Source: an optimization exercise on an open RTL-to-GDS flow (aim: small area). Production flows keep margins and buffers that such runs may drop. Function was checked by simulation only, so behaviour that the tests miss may differ from the original. No activity file was given, so power comes from the tool's default toggle rates.

===== design/flow/config.mk =====
export PLATFORM = sky130hd
export DESIGN_NAME = etcher
export DESIGN_NICKNAME = etcher
export VERILOG_FILES = /design/flow/design.v
export SDC_FILE = /design/flow/constraint.sdc
export NUM_CORES = 4
export LEC_CHECK = 0
export CAP_MARGIN = 20
export CORE_MARGIN = 2
export CORE_UTILIZATION = 40
export GPL_TIMING_DRIVEN = 0
export SLEW_MARGIN = 20

===== design/flow/constraint.sdc =====
create_clock -name core_clock -period 20.0 [get_ports {clk}]
set_input_delay 4.0000 -clock core_clock [delete_from_list [all_inputs] [get_ports {clk}]]
set_output_delay 4.0000 -clock core_clock [all_outputs]
set_load 0.01 [all_outputs]

===== design/flow/design.v =====
module etcher (
    input  wire         clk,
    input  wire         rst,
    output wire [10:0]  pc_o,
    input  wire [31:0]  instr_i,
    input  wire [9:0]   lo_i,
    input  wire [9:0]   hi_i,
    input  wire         errhalt_i,
    input  wire         start_i,
    input  wire [9:0]   start_addr_i,
    input  wire         stop_i,
    input  wire [62:0]  ev_i,
    input  wire [23:0]  st_i,
    input  wire [239:0] ch_v_i,
    input  wire [9:0]   ch_new_i,
    input  wire [9:0]   ch_warm_i,
    input  wire         acc_smp_i,
    output wire         bus_req_o,
    output wire [1:0]   bus_op_o,
    output wire [15:0]  bus_addr_o,
    output wire [2:0]   bus_mb_o,
    output wire [2:0]   bus_len_o,
    output wire [63:0]  bus_data_o,
    input  wire         bus_ack_i,
    input  wire         bus_err_i,
    input  wire [15:0]  bus_rdata_i,
    output reg          level_o,
    output reg          pulse_o,
    output reg          kick_o,
    output wire         kick_stop_o,
    output wire [2:0]   kick_etch_o,
    output wire [9:0]   kick_addr_o,
    output reg  [1:0]   state_o,
    output reg          pend_o,
    output reg          stopping_o,
    output reg          halt_o,
    output reg          rej_o,
    output reg          err_o,
    output reg  [2:0]   err_code_o,
    output reg  [10:0]  err_pc_o,
    output wire [63:0]  cnt_o,
    output wire [24:0]  it0_o,
    output wire [24:0]  it1_o
);
    localparam S_IDLE  = 2'd0;
    localparam S_RUN   = 2'd1;
    localparam S_WAIT  = 2'd2;
    localparam S_STALL = 2'd3;
    reg [10:0] pc;
    reg [15:0] cnt0, cnt1, cnt2, cnt3;
    reg [5:0]  evb0, evb1, evb2, evb3;
    reg [23:0] tval0, tval1;
    reg [1:0]  tunit0, tunit1;
    reg        trun0, trun1;
    reg [15:0] tpre0, tpre1;
    reg [27:0] ir;           
    reg [63:0] dat;          
    reg [9:0]  pend_addr;
    wire stall = state_o[1] & state_o[0];
    wire exec  = state_o[1] ^ state_o[0];
    assign pc_o  = pc;
    assign cnt_o = {cnt3, cnt2, cnt1, cnt0};
    wire   texp0 = (tval0 == 24'd0);
    wire   texp1 = (tval1 == 24'd0);
    assign it0_o = {texp0, tval0};
    assign it1_o = {texp1, tval1};
    wire   ir_ldr = ir[27];
    wire   ir_mbx = ir[26] & ~ir[27];
    assign bus_req_o   = stall;
    assign bus_op_o    = {ir_mbx, ir_ldr};
    assign bus_addr_o  = ir[15:0] & {16{~ir_mbx}};
    assign bus_mb_o    = ir[18:16] & {3{ir_mbx}};
    assign bus_len_o   = ir[10:8] & {3{ir_mbx}};
    assign bus_data_o  = dat;
    assign kick_addr_o = ir[25:16];
    assign kick_stop_o = ir[4];
    assign kick_etch_o = ir[2:0];
    function [16:0] add16;           
        input [15:0] a, b;
        input        ci;
        integer k;
        reg c;
        begin
            c = ci;
            for (k = 0; k < 16; k = k + 1) begin
                add16[k] = a[k] ^ b[k] ^ c;
                c = (a[k] & b[k]) | (c & (a[k] ^ b[k]));
            end
            add16[16] = c;
        end
    endfunction
    function [15:0] inc16;           
        input [15:0] a;
        input        ci;
        integer k;
        reg c;
        begin
            c = ci;
            for (k = 0; k < 16; k = k + 1) begin
                inc16[k] = a[k] ^ c;
                c = c & a[k];
            end
        end
    endfunction
    function [15:0] dec16;           
        input [15:0] a;
        integer k;
        reg b;
        begin
            b = 1'b1;
            for (k = 0; k < 16; k = k + 1) begin
                dec16[k] = a[k] ^ b;
                b = b & ~a[k];
            end
        end
    endfunction
    function [23:0] dec24;           
        input [23:0] a;              
        input        bi;
        integer k;
        begin
            for (k = 0; k < 24; k = k + 1)
                dec24[k] = a[k] ^ (bi & ~(|(a & ((24'd1 << k) - 24'd1))));
        end
    endfunction
    function [9:0] inc10;            
        input [9:0] a;
        input       ci;
        integer k;
        reg c;
        begin
            c = ci;
            for (k = 0; k < 10; k = k + 1) begin
                inc10[k] = a[k] ^ c;
                c = c & a[k];
            end
        end
    endfunction
    function ge11;                   
        input [10:0] a, b;
        integer k;
        reg g;
        begin
            g = 1'b1;
            for (k = 0; k < 11; k = k + 1)
                g = (a[k] & ~b[k]) | ((a[k] | ~b[k]) & g);    
            ge11 = g;
        end
    endfunction
    function evsel;
        input [62:0] ev;
        input [5:0]  sel;
        reg   [63:0] e;
        reg   [7:0]  d, g;
        integer k;
        begin
            e = {1'b0, ev};
            d = 8'd1 << sel[2:0];
            for (k = 0; k < 8; k = k + 1)
                g[k] = |(e[8*k +: 8] & d);
            evsel = g[sel[5:3]];
        end
    endfunction
    wire [31:0] w = instr_i;
    wire [2:0]  cls = w[31:29];
    wire [2:0]  vr  = w[28:26];
    wire c_halt = (cls == 3'd0);
    wire c_wait = (cls == 3'd1);
    wire c_act  = (cls == 3'd2);
    wire c_br   = (cls == 3'd3);
    wire c_cnt  = (cls == 3'd4);
    wire c_load = (cls == 3'd5);
    wire [4:0] sidx  = w[30] ? w[20:16] : w[4:0];
    wire       spol  = w[30] ? w[22]    : w[8];
    wire [3:0] chidx = w[30] ? w[25:22] : w[23:20];
    wire [5:0] eidx  = w[30] ? w[21:16] : w[5:0];
    wire sidx_bad = (sidx[4:3] == 2'b11);
    wire ch_bad   = chidx[3] & (chidx[2] | chidx[1]);
    reg illegal;
    always @* begin
        case (cls)
            3'd0: illegal = (vr != 3'd0);
            3'd1: case (vr)
                      3'd1:    illegal = sidx_bad;
                      3'd3:    illegal = ch_bad;
                      3'd0, 3'd2, 3'd4: illegal = 1'b0;
                      default: illegal = 1'b1;
                  endcase
            3'd2: case (vr)
                      3'd0:    illegal = w[2] & (w[1] | w[0]);
                      3'd2:    illegal = w[10] & (w[9] | w[8]);
                      3'd1, 3'd3: illegal = 1'b0;
                      default: illegal = 1'b1;
                  endcase
            3'd3: case (vr)
                      3'd2:    illegal = sidx_bad;
                      3'd5:    illegal = ch_bad;
                      3'd6, 3'd7: illegal = 1'b1;
                      default: illegal = 1'b0;
                  endcase
            3'd4: illegal = vr[2];
            3'd5: case (vr)
                      3'd4:    illegal = ch_bad;
                      3'd5, 3'd6, 3'd7: illegal = 1'b1;
                      default: illegal = 1'b0;
                  endcase
            default: illegal = 1'b1;
        endcase
    end
    wire in_region = ge11(pc, {1'b0, lo_i}) & ge11({1'b0, hi_i}, pc);
    wire ok   = exec & in_region & ~illegal;      
    wire errx = exec & ~(in_region & ~illegal);   
    wire i_wait_ev  = c_wait & (vr == 3'd0);
    wire i_wait_st  = c_wait & (vr == 3'd1);
    wire i_wait_tm  = c_wait & (vr == 3'd2);
    wire i_wait_smp = c_wait & (vr == 3'd3);
    wire i_wait_cnt = c_wait & (vr == 3'd4);
    wire i_sig      = c_act  & (vr == 3'd0);
    wire i_reg      = c_act  & (vr == 3'd1);
    wire i_mbx      = c_act  & (vr == 3'd2);
    wire i_kick     = c_act  & (vr == 3'd3);
    wire i_br_cnt   = c_br   & (vr == 3'd3);
    wire i_br_smp   = c_br   & (vr == 3'd5);
    wire i_inc      = c_cnt  & (vr == 3'd0);
    wire i_dec      = c_cnt  & (vr == 3'd1);
    wire i_add      = c_cnt  & (vr == 3'd2);
    wire i_bind     = c_cnt  & (vr == 3'd3);
    wire i_ldi      = c_load & (vr == 3'd0);
    wire i_ldt0     = c_load & (vr == 3'd1);
    wire i_ldt1     = c_load & (vr == 3'd2);
    wire i_ldr      = c_load & (vr == 3'd3);
    wire i_lds      = c_load & (vr == 3'd4);
    wire page_bad = (w[15:9] == 7'b0001011);      
    wire [63:0] ev_all = {1'b0, ev_i};
    wire ev_a = evsel(ev_i, eidx);
    wire ev_b = evsel(ev_i, w[13:8]);
    reg  [7:0]  stg;
    integer     si;
    always @* begin
        for (si = 0; si < 3; si = si + 1)
            stg[si] = |(st_i[8*si +: 8] & (8'd1 << sidx[2:0]));
        stg[7:3] = 5'd0;
    end
    wire st_hit = stg[sidx[4:3]] == spol;
    wire [9:0] chd = 10'd1 << chidx;        
    reg [15:0] chv;
    integer    ci;
    always @* begin
        chv = 16'd0;
        for (ci = 0; ci < 10; ci = ci + 1)
            chv = chv | (ch_v_i[24*ci+8 +: 16] & {16{chd[ci]}});
    end
    wire chnew  = |(ch_new_i & chd);
    wire chwarm = |(ch_warm_i & chd);
    wire [1:0] asel = w[30] ? (w[29] ? w[23:22] : (w[17:16] & {2{~w[27]}})) : w[17:16];
    wire [1:0] bsel = w[28] ? w[20:19] : w[21:20];
    reg [15:0] ca, cb;
    always @* begin
        case (asel)
            2'd0: ca = cnt0;
            2'd1: ca = cnt1;
            2'd2: ca = cnt2;
            default: ca = cnt3;
        endcase
        case (bsel)
            2'd0: cb = cnt0;
            2'd1: cb = cnt1;
            2'd2: cb = cnt2;
            default: cb = cnt3;
        endcase
    end
    wire nx      = ~stall & ~rst;
    wire smp     = nx & (i_wait_smp | i_br_smp);           
    wire cmp     = nx & (i_wait_smp | i_br_smp | i_wait_cnt | i_br_cnt);
    wire a_v     = nx & (i_wait_smp | i_br_smp | i_lds);
    wire a_zero  = stall | i_ldi | rst;
    wire b_imm   = nx & (i_wait_smp | i_wait_cnt | i_add | i_ldi);
    wire b_cnt   = nx & ((i_br_cnt & w[25]) | i_br_smp);
    wire inv     = cmp | (nx & i_dec);
    wire cin     = cmp | (nx & i_inc);
    wire [15:0] aop = a_v ? chv : (a_zero ? 16'd0 : ca);
    wire [15:0] bsrc = ({16{b_imm}} & w[15:0]) | ({16{b_cnt}} & cb) |
                       ({16{stall & ~bus_err_i & ~rst}} & bus_rdata_i);
    wire [15:0] aop_s = {aop[15] ^ smp, aop[14:0]};
    wire [15:0] bop_s = {bsrc[15] ^ smp, bsrc[14:0]} ^ {16{inv}};
    wire [16:0] sum  = add16(aop_s, bop_s, cin);
    wire [15:0] res  = sum[15:0];
    wire        cout = sum[16];
    wire        zero = (res == 16'd0);
    reg cond_w, cond_b;
    always @* begin
        case (vr)
            3'd0: cond_w = ev_a | ev_b;
            3'd1: cond_w = st_hit;
            3'd2: cond_w = w[0] ? texp1 : texp0;
            3'd3: cond_w = chnew & ~(w[18] & chwarm) & (cout ^ w[19]);
            default: cond_w = cout;
        endcase
        case (vr)
            3'd0: cond_b = 1'b1;
            3'd1: cond_b = ev_a;
            3'd2: cond_b = st_hit;
            3'd3: case (w[25:24])
                      2'd0, 2'd2: cond_b = zero;
                      2'd1:       cond_b = ~zero;
                      default:    cond_b = ~cout;
                  endcase
            3'd4: cond_b = (w[16] ? texp1 : texp0) ^ w[17];
            default: cond_b = cout ^ w[21];
        endcase
    end
    wire tmo = (vr != 3'd2) & w[25] & (w[24] ? texp1 : texp0);
    wire        inc2   = ~stall & c_wait & ~cond_w;    
    wire [10:0] pc_inc = {inc10(pc[10:1], inc2 | pc[0]), pc[0] ^ ~inc2};
    wire stall_done = stall & bus_ack_i;
    wire acc_issue  = (i_reg & ~page_bad) | i_mbx | (i_ldr & ~page_bad);
    wire page_err   = (i_reg | i_ldr) & page_bad;
    reg [1:0]  s1;       
    reg [1:0]  pcsel;    
    always @* begin
        s1    = state_o;
        pcsel = 2'd0;
        if (errx) begin
            s1 = S_IDLE;
        end else if (ok) begin
            s1    = S_RUN;
            pcsel = 2'd1;
            if (c_halt) begin
                s1    = S_IDLE;
                pcsel = 2'd0;
            end else if (c_wait) begin
                if (~cond_w & ~tmo) begin
                    s1    = S_WAIT;
                    pcsel = 2'd0;
                end
            end else if (c_br) begin
                if (cond_b) pcsel = 2'd2;
            end else if (acc_issue) begin
                s1    = S_STALL;
                pcsel = 2'd0;
            end else if (page_err & errhalt_i) begin
                s1    = S_IDLE;
                pcsel = 2'd0;
            end
        end else if (stall_done) begin
            if (pend_o) begin
                s1    = S_RUN;
                pcsel = 2'd3;
            end else if (stopping_o | (bus_err_i & errhalt_i)) begin
                s1 = S_IDLE;
            end else begin
                s1    = S_RUN;
                pcsel = 2'd1;
            end
        end
    end
    wire start_ok  = ge11({1'b0, start_addr_i}, {1'b0, lo_i}) & ge11({1'b0, hi_i}, {1'b0, start_addr_i});
    wire s1_stall  = (s1 == S_STALL);
    wire s1_idle   = (s1 == S_IDLE);
    wire do_start  = ~stop_i & start_i & start_ok & ~s1_stall;
    wire do_pend   = ~stop_i & start_i & start_ok & s1_stall;
    wire clr_tm    = do_start | (stall_done & pend_o);    
    reg [1:0]  n_state;
    always @* begin
        n_state = s1;
        if (stop_i & ~s1_stall)
            n_state = S_IDLE;
        else if (do_start)
            n_state = S_RUN;
    end
    wire n_idle = (n_state == S_IDLE);
    reg [10:0] n_pc;
    always @* begin
        case (pcsel)
            2'd0: n_pc = pc;
            2'd1: n_pc = pc_inc;
            2'd2: n_pc = {1'b0, w[9:0]};
            default: n_pc = {1'b0, pend_addr};
        endcase
        if (do_start)
            n_pc = {1'b0, start_addr_i};
    end
    wire cwe_i  = ok & (i_inc | (i_dec & cout) | i_add | i_ldi | i_lds);
    wire cwe_l  = stall_done & ir_ldr & ~stopping_o;
    wire [1:0] wsel = stall ? ir[17:16] : w[17:16];
    wire cwe    = cwe_i | cwe_l;
    wire hit0 = evsel(ev_i, evb0) & ~rst;
    wire hit1 = evsel(ev_i, evb1) & ~rst;
    wire hit2 = evsel(ev_i, evb2) & ~rst;
    wire hit3 = evsel(ev_i, evb3) & ~rst;
    wire [15:0] nc0 = inc16(((cwe && wsel == 2'd0) || rst) ? res : cnt0, hit0);
    wire [15:0] nc1 = inc16(((cwe && wsel == 2'd1) || rst) ? res : cnt1, hit1);
    wire [15:0] nc2 = inc16(((cwe && wsel == 2'd2) || rst) ? res : cnt2, hit2);
    wire [15:0] nc3 = inc16(((cwe && wsel == 2'd3) || rst) ? res : cnt3, hit3);
    wire do_bind = ok & i_bind;
    wire ldt0 = ok & i_ldt0;
    wire ldt1 = ok & i_ldt1;
    wire wrap0 = (tpre0 == 16'h895E);
    wire wrap1 = (tpre1 == 16'h895E);
    wire pu0 = ldt0 ? w[25] : tunit0[1];
    wire pu1 = ldt1 ? w[25] : tunit1[1];
    wire [15:0] pl0 = {4'h1, pu0, 11'h2F7};
    wire [15:0] pl1 = {4'h1, pu1, 11'h2F7};
    wire [15:0] ps0 = {tpre0[14:0], tpre0[15] ^ tpre0[13] ^ tpre0[12] ^ tpre0[10]};
    wire [15:0] ps1 = {tpre1[14:0], tpre1[15] ^ tpre1[13] ^ tpre1[12] ^ tpre1[10]};
    wire act0 = trun0 & ~texp0;
    wire act1 = trun1 & ~texp1;
    wire dec0 = act0 & (tunit0 == 2'd0 ? 1'b1 : tunit0 == 2'd3 ? acc_smp_i : wrap0);
    wire dec1 = act1 & (tunit1 == 2'd0 ? 1'b1 : tunit1 == 2'd3 ? acc_smp_i : wrap1);
    wire err_any = errx | (ok & page_err) | (stall_done & bus_err_i);
    wire [2:0] n_ecode = errx ? (in_region ? 3'd2 : 3'd3) :
                         (stall ? 3'd1 : 3'd4);
    wire sig = ok & i_sig;
    always @(posedge clk) begin
        if (rst) begin
            state_o    <= S_IDLE;
            pc         <= 11'd0;
            level_o    <= 1'b0;
            pulse_o    <= 1'b0;
            kick_o     <= 1'b0;
            pend_o     <= 1'b0;
            stopping_o <= 1'b0;
            halt_o     <= 1'b0;
            rej_o      <= 1'b0;
            err_o      <= 1'b0;
            err_code_o <= 3'd0;
            err_pc_o   <= 11'd0;
        end else begin
            state_o <= n_state;
            pc      <= n_pc;
            if (sig) begin
                case (w[2:0])
                    3'd2: level_o <= 1'b1;
                    3'd3: level_o <= 1'b0;
                    3'd4: level_o <= ~level_o;
                    default: ;
                endcase
            end else if (ok & c_halt & w[0]) begin
                level_o <= 1'b0;
            end
            pulse_o <= sig & ((w[2:0] == 3'd1) | (w[2:0] == 3'd2) | ((w[2:0] == 3'd4) & ~level_o));
            kick_o  <= ok & i_kick;
            if (stop_i & s1_stall) begin
                stopping_o <= 1'b1;
                pend_o     <= 1'b0;
            end else if (do_pend) begin
                pend_o     <= 1'b1;
                stopping_o <= 1'b0;
            end else if (stall_done) begin
                pend_o     <= 1'b0;
                stopping_o <= 1'b0;
            end
            halt_o <= (state_o != S_IDLE) & n_idle;
            rej_o  <= ~stop_i & start_i & ~start_ok;
            err_o  <= err_any;
            if (err_any) begin
                err_code_o <= n_ecode;
                err_pc_o   <= pc;
            end
        end
    end
    always @(posedge clk) begin
        cnt0 <= nc0; cnt1 <= nc1; cnt2 <= nc2; cnt3 <= nc3;
        if (clr_tm | rst) begin
            evb0 <= 6'd63; evb1 <= 6'd63; evb2 <= 6'd63; evb3 <= 6'd63;
        end else if (do_bind) begin
            case (w[17:16])
                2'd0: evb0 <= w[5:0];
                2'd1: evb1 <= w[5:0];
                2'd2: evb2 <= w[5:0];
                default: evb3 <= w[5:0];
            endcase
        end
        if (clr_tm | rst)     tval0 <= 24'd0;
        else if (ldt0)  tval0 <= w[23:0];
        else            tval0 <= dec24(tval0, dec0);
        if (clr_tm | rst)     tval1 <= 24'd0;
        else if (ldt1)  tval1 <= w[23:0];
        else            tval1 <= dec24(tval1, dec1);
        if (ldt0) tunit0 <= w[25:24];
        if (ldt1) tunit1 <= w[25:24];
        tpre0 <= (ldt0 | wrap0) ? pl0 : ps0;
        tpre1 <= (ldt1 | wrap1) ? pl1 : ps1;
        if (n_idle)     trun0 <= 1'b0;
        else if (ldt0)  trun0 <= 1'b1;
        if (n_idle)     trun1 <= 1'b0;
        else if (ldt1)  trun1 <= 1'b1;
        ir[25:19] <= w[25:19];       
        if (~stall) begin
            ir[27:26] <= {w[31], w[27]};
            ir[18:0]  <= w[18:0];
            dat <= {cnt3 & {16{i_mbx & (w[10:8] > 3'd3)}},
                    cnt2 & {16{i_mbx & (w[10:8] > 3'd2)}},
                    cnt1 & {16{i_mbx & (w[10:8] > 3'd1)}},
                    ca   & {16{i_reg | (i_mbx & (w[10:8] != 3'd0))}}};
        end
        if (do_pend)
            pend_addr <= start_addr_i;
    end
endmodule

===== design/flow/flow/run.sh =====
#!/bin/bash
# Own layout flow: the standard ORFS flow (standard.sh) with three changes:
#  - synthesis maps the logic with an area-oriented ABC script (flow/synth.tcl,
#    flow/area.abc); registers are untouched;
#  - every input and output port is buffered with sky130_fd_sc_hd__buf_1;
#  - CTS uses clkbuf_4 clock buffers, clusters of up to 8 sinks and no dummy loads.
# Each tool writes its full output to ORFS's logs under orfs/logs/; make's own
# output goes to flow_make.log in this folder.
set -euo pipefail
export OWN_ABC_SCRIPT="$PWD/flow/area.abc"
bash standard.sh \
  "SYNTH_SCRIPT=$PWD/flow/synth.tcl" \
  'BUFFER_PORTS_ARGS=-buffer_cell sky130_fd_sc_hd__buf_1' \
  'CTS_ARGS=-sink_clustering_enable -repair_clock_nets -dont_use_dummy_load -buf_list sky130_fd_sc_hd__clkbuf_4 -sink_clustering_size 8 -sink_clustering_max_diameter 60' \
  finish > flow_make.log 2>&1

===== design/flow/flow/area.abc =====
strash
balance
rewrite
refactor
balance
rewrite
rewrite -z
balance
refactor -z
rewrite -z
balance
dc2
dch -f
amap -m -F 3 -A 8
topo

===== design/flow/flow/synth.tcl =====
# The standard flow's synthesis script (synth_recipe.tcl) with one change: ABC maps the
# combinational logic with flow/area.abc (area-oriented) instead of ORFS's
# speed script. The registers come from dfflibmap before ABC runs, so their
# names, count and cell types are those of the standard synthesis.
proc synth {args} { yosys synth -nofsm -noshare {*}$args }
proc abc {args} {
  set i [lsearch -exact $args -script]
  if { $i >= 0 } {
    set args [lreplace $args [expr {$i + 1}] [expr {$i + 1}] $::env(OWN_ABC_SCRIPT)]
  }
  yosys abc {*}$args
}
source $::env(SCRIPTS_DIR)/synth.tcl
# left out here: clear keep_hierarchy, flatten, clean up, hide names made inside functions, write 1_2_yosys.v

===== design/flow/standard.sh =====
#!/bin/bash
# synth_recipe.tcl (not shown) runs the flow's synth.tcl, then flattens the netlist and writes it again
# the make line also repeats each setting of config.mk as NAME=value (left out here)
make -C /OpenROAD-flow-scripts/flow DESIGN_CONFIG=/design/flow/config.mk WORK_HOME=/design/flow/orfs CLKGATE_MAP_FILE= SYNTH_SCRIPT=/design/flow/synth_recipe.tcl "${@:-finish}"

==> results of run 1 <==
==> layer usage <==
metal,GRT usage,vias up,part of all wire
met5,0,-,0
met4,0.2938,0,0.080
met3,0.06961,317,0.090
met2,0.6786,1503,0.47
met1,0.4713,10460,0.36
li1,-,9634,-
==> flip-flops by register name, summed over array words and instances, names as in the netlist, 2 cells and up <==
name        cells
tval0          24
tpre1          16
evb1            6
tunit0          2
ir             28
state_o         2
tpre0          16
evb3            6
cnt3           16
cnt0           16
cnt1           16
pend_addr      10
err_code_o      3
dat            64
evb2            6
cnt2           16
tval1          24
pc             11
err_pc_o       11
tunit1          2
evb0            6
==> layout by cell type, fill, tap and decap left out, drive strengths merged, types with 62 or more instances in the layout <==
| cell type | Yosys | final |
|---|---|---|
| nor2 | 287 | 287 |
| dfxtp | 212 | 212 |
| clkinv | 267 | 265 |
| ha | 77 | 77 |
| o21ai | 104 | 104 |
| nand2 | 89 | 89 |
| nor3 | 74 | 74 |
| edfxtp | 99 | 99 |
| a21oi | 140 | 140 |
| o22ai | 122 | 122 |
| a22oi | 62 | 62 |
| buf | 17 | 647 |
| a221oi | 81 | 81 |
| a222oi | 140 | 140 |
==> where the power goes <==
part           leakage, nW  internal, mW  switching, mW
registers             2.88         0.679         0.0390
logic                 4.73         0.106          0.243
clock network        0.212         0.105          0.226
==> repair_timing <==
item                                    in CTS  in global routing
gates resized for setup                      0                  2
endpoints found under the setup margin       0                 61
setup buffers                                0                  3
==> area by class of cell <==
class	count	area share
Inverter	267	0.04592
Multi-Input combinational cell	1486	0.4529
Antenna cell	15	0.001701
Tap cell	592	0.03356
Clock buffer	46	0.01565
Sequential cell	311	0.3270
Timing Repair Buffer	630	0.1175
Buffer	17	0.005783
==> cells by family (layout without fill, tap and decap cells) <==
group / count (synthesis) / after routing / synth area share
compound gates: 797 / 797 / 0.3195
simple gates: 594 / 594 / 0.1470
flops: 311 / 311 / 0.3989
buf+inv: 284 / 960 / 0.06246
fa+ha+maj: 93 / 93 / 0.07096
xor+xnor: 1 / 1 / 0.0004842
mux: 1 / 1 / 0.0005533
other cells: 0 / 15 / 0
==> worst max-delay path: cells and delay by family <==
kind | cells | cell delay [ns]
AOI/OAI and AO/OA | 9 | 3.26
adders and majority gates | 30 | 9.31
buffers and inverters | 9 | 2.32
and+or+nand+nor | 6 | 0.84
==> synthesized netlist by cell type (10+ instances only) <==
| master | instances |
|---|---|
| a2111oi_0 | 10 |
| a211oi_1 | 10 |
| a21oi_1 | 140 |
| a221oi_1 | 81 |
| a222oi_1 | 140 |
| a22oi_1 | 62 |
| a31oi_1 | 20 |
| and3_1 | 10 |
| buf_4 | 17 |
| clkinv_1 | 267 |
| dfxtp_1 | 212 |
| edfxtp_1 | 99 |
| fa_1 | 16 |
| ha_1 | 77 |
| nand2_1 | 89 |
| nand3_1 | 31 |
| nand4_1 | 17 |
| nor2_1 | 287 |
| nor2b_1 | 27 |
| nor3_1 | 74 |
| nor4_1 | 13 |
| o21ai_0 | 104 |
| o221ai_1 | 58 |
| o22ai_1 | 122 |
| or2_0 | 10 |
| or3_1 | 26 |
==> worst min path at each step <==
| stage | to | startpoint |
|---|---|---|
| 4_1_cts | tpre0[1] | tpre0[0] |
| 3_5_place_dp | tpre0[9] | tpre0[8] |
| 5_1_grt | tpre1[10] | tpre1[9] |
| 3_3_place_gp | tpre1[10] | tpre1[9] |
| 2_1_floorplan | tpre0[1] | tpre0[0] |
| 6_report | tpre1[3] | tpre1[2] |
==> stage by stage <==
stage,power (mW),utilization
floorplan,0.8777,-
global placement,1.056,0.4750
detailed placement,1.066,0.4874
CTS,1.391,0.4951
global route,1.447,0.4969
finish,1.397,0.4969
==> summary.md, run 1 <==
| Metric | Value |
|---|---|
| Die area | 46940 µm² |
| Syn. warnings | 1 |
| Max stage delay cell, worst path | a222oi_1 |
| Register area | 7217 µm² |
| Filler cell count | 4544 |
| WP data required | 20.66 ns |
| DP Area | 21650 µm² |
| Worst Max-Slew Pin Slew | 1.189 ns |
| Final setup margin | 0.8819 ns |
| Overall Global Routing Usage | 0.4064 |
| Vias in the first global route | 20920 |
| Largest net degree at the start of global routing | 56 |
| Post-synthesis sequential area ratio | 0.3989 |
| Mean post-synth cell area | 8.693 µm² |
| Remaining Overflow, GRT | 0 |
| Cell count after synthesis | 2081 |
| PortBufs | 604 |
| Routed Antenna Nets | 0 |
| Maximum clock frequency | 52.31 MHz |
| Total CTS buffers | 46 |
| Post-synth top area cell | dfxtp_1 |
| Wire length per cell | 29.58 µm |
| Design area | 22070 µm² |
| Clock tree from TritonCTS | done |
| Dpl hpwl | 78150 µm |
| R2R Path Start | state_o[1] |
| EDFF count, synth | 99 |
| Primary FF master, synth | dfxtp_1 |
| Layout cells sized above 1 | 0.05296 |
| R2r setup slk | 5.34 ns |
| Initial antenna violation count | 14 |
| Hold path cells | 2 |
| Slew HR | 0.2015 |
| Height of the die | 216.7 µm |
| Via Count | 21920 |
| Crit. Startpoint | instr_i[30] |
| Initial core utilization | 0.4073 |
| Mapped Area | 18090 µm² |
| Status | finished clean |
| DRC violations left | 0 |
| Hold Crit Class | reg2reg |
| Worst EP arrival | 19.78 ns |
| Max incr delay on CP | 0.90 ns |
| Fin crit share | 0.9559 |
| Setup crit end kind | flop |
| Dpl ws | -0.1640 ns |
| Worst-path fanout max | 17 |
| Fin Setup TNS | 0 ns |
| GP Congestion | 1.018 |
| # IOs | 685 |
| Net count reported at finish | 3285 |
| Synth Register Bits | 311 |
| DR vias/cell | 6.515 |
| H-Tree Depth | 2 |
| Layout Cells excl Fill | 3364 |
| Synth top area share | 0.2346 |
| Worst hold slack | 0.4242 ns |
| Library cells used by synthesis | 51 |
| Clock Skew | 0.1193 ns |
| Post-Syn Nets | 2607 |
| CP endpoint | cnt1[15] |
| RSZ-0062 raised after global routing | false |
| Crit start category | input pin |
| RR Endpoint | cnt1[15] |
| First-pass GRT wire length | 141500 µm |
| Placed Cells | 3300 |
| Die Wd | 216.7 µm |
| Power Dens Cells | 63.29 nW/µm² |
| Clock Pin Slew Worst Setup and Hold Paths | 0.10 ns |
| Row count | 77 |
| Synth area leaders | dfxtp_1, edfxtp_1, a222oi_1 |
| Sink Count | 311 |
| Final min period | 19.12 ns |
| CORE AREA | 44410 µm² |
| Worst-Skew Late Latency | 0.83 ns |
| Worst reg2reg path depth | 51 |
| DR pass1 iterations | 9 |
| CTS root buffer | clkbuf_4 |
| Max clock buf depth | 3 |
| Lkg Pwr | 7.819 nW |
| Post-synth ARST share | 0 |
| Initial DRC Count | 3471 |
| Maxcap violations | 0 |
| Critical path class | in2reg |
| Area added between synthesis and finish | 22.00% |
| Multi-input logic area | 9996 µm² |
| # hold bufs at CTS | 0 |
| Final WL | 99500 µm |
| Final Max Tran Viols | 0 |
| Peak supply drop | 0.00003962 V |
| Hold Vio Cnt, Final | 0 |
| Endpoints failing setup | 0 |
==> run 2: changes to the inputs <==
--- a/design/flow/config.mk
+++ b/design/flow/config.mk
@@ -8,5 +8,4 @@
 export CAP_MARGIN = 20
 export CORE_MARGIN = 2
 export CORE_UTILIZATION = 40
-export GPL_TIMING_DRIVEN = 0
 export SLEW_MARGIN = 20
==> summary.md, run 2 <==
| Metric | Value |
|---|---|
| Max stage delay cell, worst path | a221oi_1 |
| Commonest non-fill, non-tap cell in the layout | buf_1 |
| EDFF count, synth | 99 (unchanged) |
| Net count reported at finish | 3324 (+1.2%) |
| Post-synth top area cell | dfxtp_1 |
| Endpoints failing setup | 0 (unchanged) |
| Vias in the first global route | 20970 (+0.25%) |
| Biggest regs | dat: 64 flops, ir: 28 flops |
| Height of the die | 216.7 µm (unchanged) |
| Row count | 77 (unchanged) |
| Max incr delay on CP | 0.74 ns (-0.16 ns) |
| Power Dens Cells | 63.30 nW/µm² (about the same) |
| H-Tree Depth | 2 (unchanged) |
| Post-synth ARST share | 0 (unchanged) |
| Library cells used by synthesis | 51 (unchanged) |
| Layout cells sized above 1 | 0.05150 (-0.001454) |
| Primary FF master, synth | dfxtp_1 |
| Worst Hold Launch | tpre1[2] |
| Lkg Pwr | 7.952 nW (+1.7%) |
| Critical path class | in2reg |
| Critical path buffers and inverters | 9 (unchanged) |
| Worst EP arrival | 19.34 ns (-0.44 ns) |
| R2R Path Start | state_o[1] |
| Die Wd | 216.7 µm (unchanged) |
| Cell count after synthesis | 2081 (unchanged) |
| First-pass GRT wire length | 141300 µm (-0.14%) |
| Sw Pwr | 505.2 µW (-0.43%) |
| Largest net degree at the start of global routing | 57 (+1.8%) |
| Top-count cell post-synth | nor2_1 |
| Power, Total | 1.395 mW (-0.16%) |
| CTS root buffer | clkbuf_4 |
| Largest Register | dat |
| Worst hold slack | 0.4248 ns (+0.0006170 ns) |
| Initial antenna violation count | 17 (+3) |
| Via Count | 22040 (+0.54%) |
| DR pass1 iterations | 11 (+2) |
| Final Max Tran Viols | 0 (unchanged) |
| Setup bufs post-CTS | 0 (unchanged) |
| Worst reg2reg path depth | 50 (-2.0%) |
| Synth top area share | 0.2346 (unchanged) |
| Clk network pwr share | 0.239 (+0.002) |
| Slew HR | 0.1831 (-0.01837) |
| Wire length per cell | 29.08 µm (-1.7%) |
| Crit start category | input pin |
| Switching Share | 0.3623 (-0.0009907) |
| Clock Pin Slew Worst Setup and Hold Paths | 0.09 ns (about the same) |
| Worst-path fanout max | 17 (unchanged) |
| Worst Max-Slew Pin Slew | 1.225 ns (+0.03670 ns) |
| PortBufs | 604 (unchanged) |
| Clock tree from TritonCTS | done |
| # hold bufs at CTS | 0 (unchanged) |
| Internal power | 889.4 µW (about the same) |
| Mapped Area | 18090 µm² (unchanged) |
| Commonest cells after routing, fill and taps aside | buf_1, nor2_1, clkinv_1 |
| Fin Setup TNS | 0 ns (unchanged) |
| Hold Crit Class | reg2reg |
| Area added between synthesis and finish | 21.79% |
| Peak supply drop | 0.00003937 V (-0.63%) |
| Initial DRC Count | 3327 (-4.1%) |
| Total CTS buffers | 46 (unchanged) |
| Overall Global Routing Usage | 0.4060 (about the same) |
| Critical path's top delay family | adder cells |
| Routed Antenna Nets | 0 (unchanged) |
| Fin crit share | 0.9331 (-0.02283) |
| DR vias/cell | 6.471 (-0.67%) |
| Initial core utilization | 0.4073 (unchanged) |
| CORE AREA | 44410 µm² (unchanged) |
| Hold path cells | 2 (unchanged) |
| Post-Syn Nets | 2607 (unchanged) |
| Post-synthesis sequential area ratio | 0.3989 (unchanged) |
| Hold Vio Cnt, Final | 0 (unchanged) |
| Mean post-synth cell area | 8.693 µm² (unchanged) |
| Maxcap violations | 0 (unchanged) |
| Status | finished clean |
| Setup crit end kind | flop |
| Remaining Overflow, GRT | 0 (unchanged) |
| Dpl hpwl | 78050 µm (-0.13%) |
| Seq pwr share | 0.515 (about the same) |
| DRC violations left | 0 (unchanged) |
| Number of flip-flops under the largest register name | 64 (unchanged) |
| Synth Register Bits | 311 (unchanged) |
| Post-CTS Resized | 0 (unchanged) |
| Clock Skew | 0.1411 ns (+0.02180 ns) |
| # IOs | 685 (unchanged) |
| Worst-Skew Late Latency | 0.83 ns (about the same) |
| Comb pwr share | 0.246 (-0.003) |
| RSZ-0062 raised after global routing | false |
| Sink Count | 311 (unchanged) |
| Max clock buf depth | 3 (unchanged) |
| Critical Path Stages | 54 (unchanged) |
| Maximum clock frequency | 53.59 MHz (+2.4%) |
| Final min period | 18.66 ns (-0.4565 ns) |
| Syn. warnings | 1 (unchanged) |
| Synth top cells by count | nor2_1, clkinv_1, dfxtp_1, a21oi_1, a222oi_1 |
| WP data required | 20.68 ns (+0.02 ns) |
| Die area | 46940 µm² (unchanged) |
| Synth area leaders | dfxtp_1, edfxtp_1, a222oi_1 |
| GP Congestion | 1.048 (+3.0%) |
| Crit. Startpoint | instr_i[30] |
| Final WL | 99030 µm (-0.47%) |
-- run 2: cell counts after synthesis --
Identical to the previous run, type by type.
-- run 2: power by group through the flow --
stage,combinational [mW],sequential [mW],clock (mW)
5_1_grt,0.363,0.720,0.362
2_1_floorplan,0.152,0.726,0
4_1_cts,0.333,0.717,0.337
3_3_place_gp,0.330,0.732,0
3_5_place_dp,0.331,0.732,0
6_report,0.342,0.719,0.333
-- run 2: worst reg2reg max path: cells and delay by family, from the launching register on --
kind	cells	cell delay [ns]
buffers and inverters	7	1.87
AOI/OAI and AO/OA	7	1.40
adders and majority gates	32	10.07
and+or+nand+nor	4	0.67
DFF	1	0.45
-- run 2: final timing paths --
| check | end | slack (ns) |
|---|---|---|
| max | cnt1[15] | 1.34 |
| max reg2reg | cnt1[15] | 5.37 |
| min | tpre1[3] | 0.42 |
| min reg2reg | tpre1[3] | 0.42 |
-- run 2: through the flow --
stage	util	cells	setup slack, ns	cell area (µm²)
after floorplan	-	2081	1.638	18090
after global placement	0.4867	3341	1.065	21620
after detailed placement	0.4867	3341	0.8741	21620
after CTS	0.4945	3387	1.674	21960
after global routing	0.4960	3404	0.7933	22030
final	0.4960	3405	1.338	22030
-- run 2: area by class of cell --
cell class	instances	area [µm²]
fillers	4607	22380
diodes	17	42.54
repair buffers	686	2880
inverters	267	1003
multi-input cells	1486	9802
clock buffers	46	345.3
well taps	592	740.7
flip-flops and latches	311	7217
-- run 2: logic make-up (layout without fill, tap and decap cells) --
family,Yosys count,count (layout),share of synthesized area
flops,311,311,0.3989
xor+xnor,1,1,0.0004842
buf+inv,284,999,0.06246
simple gates,594,594,0.1470
compound gates,797,797,0.3195
fa+ha+maj,93,93,0.07096
mux,1,1,0.0005533
other cells,0,17,0
-- run 2: routing by layer --
| layer | vias to the layer above | part of all wire | GRT usage |
|---|---|---|---|
| met2 | 1473 | 0.46 | 0.6784 |
| met1 | 10480 | 0.36 | 0.4639 |
| met3 | 357 | 0.090 | 0.07916 |
| met4 | 2 | 0.087 | 0.2950 |
| li1 | 9721 | - | - |
| met5 | - | 0.00014 | 0 |
==> run 3: changes to the inputs <==
--- a/design/flow/config.mk
+++ b/design/flow/config.mk
@@ -7,5 +7,5 @@
 export LEC_CHECK = 0
 export CAP_MARGIN = 20
 export CORE_MARGIN = 2
-export CORE_UTILIZATION = 40
+export CORE_UTILIZATION = 65
 export SLEW_MARGIN = 20
==> summary.md, run 3 <==
| Metric | Value |
|---|---|
| Synth top cells by count | nor2_1, clkinv_1, dfxtp_1, a21oi_1, a222oi_1 |
| Cell count after synthesis | 2081 (unchanged) |
| Library cells used by synthesis | 51 (unchanged) |
| Post-synth ARST share | 0 (unchanged) |
| Height of the die | 170.8 µm (-21%) |
| Die Wd | 170.8 µm (-21%) |
| Syn. warnings | 1 (unchanged) |
| Row count | 61 (-21%) |
| Mapped Area | 18090 µm² (unchanged) |
| Error | [ERROR PPL-0024] Number of IO pins (685) exceeds maximum number of available positions (612). Increase the die perimeter from 683.30um to 931.60um. |
| Initial core utilization | 0.6547 (+0.2474) |
| Fail Step | I/O pin placement |
| Synth Register Bits | 311 (unchanged) |
| Synth area leaders | dfxtp_1, edfxtp_1, a222oi_1 |
| Post-synth top area cell | dfxtp_1 |
| Top-count cell post-synth | nor2_1 |
| EDFF count, synth | 99 (unchanged) |
| Status | aborted with a tool error |
| Mean post-synth cell area | 8.693 µm² (unchanged) |
| Primary FF master, synth | dfxtp_1 |
| Post-synthesis sequential area ratio | 0.3989 (unchanged) |
| Post-Syn Nets | 2607 (unchanged) |
| Synth top area share | 0.2346 (unchanged) |
[run 3: cell counts after synthesis]
No cell type changed its count.
[run 3: kinds of logic after synthesis]
group           Yosys count  share of synthesized area
flops                   311                     0.3989
fa+ha+maj                93                    0.07096
xor+xnor                  1                  0.0004842
buf+inv                 284                    0.06246
simple gates            594                     0.1470
mux                       1                  0.0005533
compound gates          797                     0.3195
==> run 4: changes to the inputs <==
--- a/design/flow/config.mk
+++ b/design/flow/config.mk
@@ -7,5 +7,6 @@
 export LEC_CHECK = 0
 export CAP_MARGIN = 20
 export CORE_MARGIN = 2
-export CORE_UTILIZATION = 65
+export CORE_UTILIZATION = 40
+export PLACE_DENSITY = 0.72
 export SLEW_MARGIN = 20
==> summary.md, run 4 <==
| Metric | Value |
|---|---|
| Worst hold slack | 0.4258 ns |
| Internal power | 892.8 µW |
| Final WL | 102400 µm |
| Initial DRC Count | 3393 |
| Peak supply drop | 0.00003428 V |
| Sw Pwr | 507.8 µW |
| # hold bufs at CTS | 0 |
| Max stage delay cell, worst path | a2111oi_0 |
| Final Max Tran Viols | 0 |
| Synth top area share | 0.2346 (unchanged) |
| Hold Vio Cnt, Final | 0 |
| EDFF count, synth | 99 (unchanged) |
| Worst-Skew Late Latency | 0.87 ns |
| DR vias/cell | 6.637 |
| Die Wd | 216.7 µm (+27%) |
| Maximum clock frequency | 54.78 MHz |
| Post-synth top area cell | dfxtp_1 |
| Syn. warnings | 1 (unchanged) |
| Status | finished clean |
| Post-synth ARST share | 0 (unchanged) |
| Maxcap violations | 0 |
| Worst Max-Slew Pin Slew | 1.154 ns |
| H-Tree Depth | 2 |
| Synth top cells by count | nor2_1, clkinv_1, dfxtp_1, a21oi_1, a222oi_1 |
| Worst-path fanout max | 17 |
| Clock Pin Slew Worst Setup and Hold Paths | 0.09 ns |
| Number of flip-flops under the largest register name | 64 |
| Row count | 77 (+26%) |
| Layout cells sized above 1 | 0.04959 |
| CORE AREA | 44410 µm² |
| Biggest regs | dat: 64 flops, ir: 28 flops |
| Post-Syn Nets | 2607 (unchanged) |
| # IOs | 685 |
| Synth Register Bits | 311 (unchanged) |
| Die area | 46940 µm² |
| Sink Count | 311 |
| Initial core utilization | 0.4073 (-0.2474) |
| DP Area | 21540 µm² |
| Cell count after synthesis | 2081 (unchanged) |
| Net count reported at finish | 3311 |
| Crit start category | input pin |
| CTS root buffer | clkbuf_4 |
| Most used cell, CP | fa_1 |
| Clk network pwr share | 0.238 |
| Wire length per cell | 30.19 µm |
| Fin crit share | 0.9127 |
| Largest net degree at the start of global routing | 50 |
| Power Dens Cells | 63.80 nW/µm² |
| Comb pwr share | 0.253 |
| Max incr delay on CP | 0.70 ns |
| Commonest cells after routing, fill and taps aside | buf_1, nor2_1, clkinv_1 |
| Filler cell count | 4441 |
| Seq pwr share | 0.509 |
| Final min period | 18.25 ns |
| Endpoints failing setup | 0 |
| Switching Share | 0.3625 |
| DRC violations left | 0 |
| Mapped Area | 18090 µm² (unchanged) |
| Library cells used by synthesis | 51 (unchanged) |
| Remaining Overflow, GRT | 0 |
| Total CTS buffers | 47 |
| DR pass1 iterations | 14 |
| Hold Crit Class | reg2reg |
| PortBufs | 604 |
| Height of the die | 216.7 µm (+27%) |
| Mean post-synth cell area | 8.693 µm² (unchanged) |
| Max clock buf depth | 3 |
| Worst EP arrival | 18.98 ns |
| First-pass GRT wire length | 143200 µm |
| Primary FF master, synth | dfxtp_1 |
| RSZ-0062 raised after global routing | false |
| Overall Global Routing Usage | 0.4157 |
| Post-CTS Resized | 0 |
| Clock Skew | 0.1577 ns |
| WP data required | 20.72 ns |
| Lkg Pwr | 7.883 nW |
| Commonest non-fill, non-tap cell in the layout | buf_1 |
| Dpl hpwl | 78370 µm |
| Initial antenna violation count | 20 |
| Setup bufs post-CTS | 0 |
| Area added between synthesis and finish | 21.35% |
| Critical path class | in2reg |
| Vias in the first global route | 21030 |
| Post-synthesis sequential area ratio | 0.3989 (unchanged) |
| Fin Setup TNS | 0 ns |
| GP Congestion | 1.039 |
| Routed Antenna Nets | 0 |
| Synth area leaders | dfxtp_1, edfxtp_1, a222oi_1 |
| Clock tree from TritonCTS | done |
| Largest Register | dat |
| Design area | 21950 µm² |
| Power, Total | 1.401 mW |
| Top-count cell post-synth | nor2_1 |
| Setup crit end kind | flop |
| Via Count | 22510 |
| Slew HR | 0.2247 |
## run 4: cell counts after synthesis
Identical to the previous run, type by type.
## run 4: metal layers
layer / vias up / share of wire / wire, µm / global-route usage
met1: 10630 / 0.34 / 35120 / 0.4714
li1: 9696 / - / - / -
met3: 396 / 0.11 / 11640 / 0.1044
met4: 8 / 0.084 / 8642 / 0.3096
met5: - / 0.00049 / 50 / 0
met2: 1777 / 0.46 / 46920 / 0.6778
## run 4: area by class of cell
class	count	area, µm²	share of cell area
Sequential cell	311	7217	0.3288
Antenna cell	16	40.04	0.001824
Clock buffer	47	352.8	0.01607
Timing Repair Buffer	672	2778	0.1265
Tap cell	592	740.7	0.03374
Inverter	267	1003	0.04571
Multi-Input combinational cell	1486	9821	0.4474
## run 4: worst paths after layout
kind,to,startpoint,cells after the start,slack (ns)
worst min register to register,tpre0[10],tpre0[9],2,0.43
worst min-delay path,tpre0[10],tpre0[9],2,0.43
worst max-delay path,cnt1[15],instr_i[28],56,1.75
worst max register to register,cnt1[15],state_o[1],50,5.16
## run 4: cells by family after synthesis
group,count (synthesis),share of synthesized area
simple gates,594,0.1470
fa+ha+maj,93,0.07096
buf+inv,284,0.06246
mux,1,0.0005533
compound gates,797,0.3195
flops,311,0.3989
xor+xnor,1,0.0004842
## run 4: per-stage QoR
step                      std cells  utilization  setup slack [ns]
after floorplan                2081            -             1.638
after global placement         3327       0.4847             1.342
after global routing           3389       0.4942             1.127
final                          3391       0.4943             1.745
after CTS                      3374       0.4929             2.018
after detailed placement       3327       0.4849             1.221
## run 4: power groups by stage
| stage | logic, mW | registers [mW] | clock network [mW] |
|---|---|---|---|
| after floorplan | 0.152 | 0.726 | 0 |
| after global placement | 0.336 | 0.725 | 0 |
| after detailed placement | 0.340 | 0.726 | 0 |
| after CTS | 0.341 | 0.712 | 0.335 |
| after global routing | 0.370 | 0.715 | 0.356 |
| final | 0.354 | 0.713 | 0.334 |
## run 4: critical path: cells and delay by family
kind | cells | cell delay, ns
AOI/OAI and AO/OA | 11 | 2.24
adders and majority gates | 31 | 9.64
buffers and inverters | 10 | 2.49
and+or+nand+nor | 4 | 0.62

==> re-timing with driven ports <==
The flow's constraints put no driver on any port. The routed layouts listed below were extracted and timed again, unchanged, in two steps.
Step 1 assumes that a clkbuf_16 drives the clock port and a buf_2 every other input.
Step 2, shift: input delay + t, output delay - t, t = (earliest + latest rising clock arrival at the registers) / 2. This alone moves slack from input paths to output paths.
a / b / c = no drivers / after step 1 / after step 2; a / b = the first two.
| run | t, ns | setup WS [ns] | worst setup path after step 2 | latest minus earliest clock arrival (ns) | worst register clock-pin slew, ns |
|---|---|---|---|---|---|
| run 1 | 0.826 | 0.882 / 0.909 / 0.083 | input to register | 0.120 / 0.120 | 0.11 / 0.11 |
| run 2 | 0.815 | 1.338 / 1.375 / 0.560 | input to register | 0.141 / 0.141 | 0.11 / 0.11 |
| run 4 | 0.845 | 1.745 / 1.705 / 0.860 | input to register | 0.158 / 0.158 | 0.11 / 0.11 |
After both steps every run listed still meets setup and hold. For run 4, which loses most, drivers alone change the setup slack by -0.040 ns; drivers and shift together by -0.885 ns.
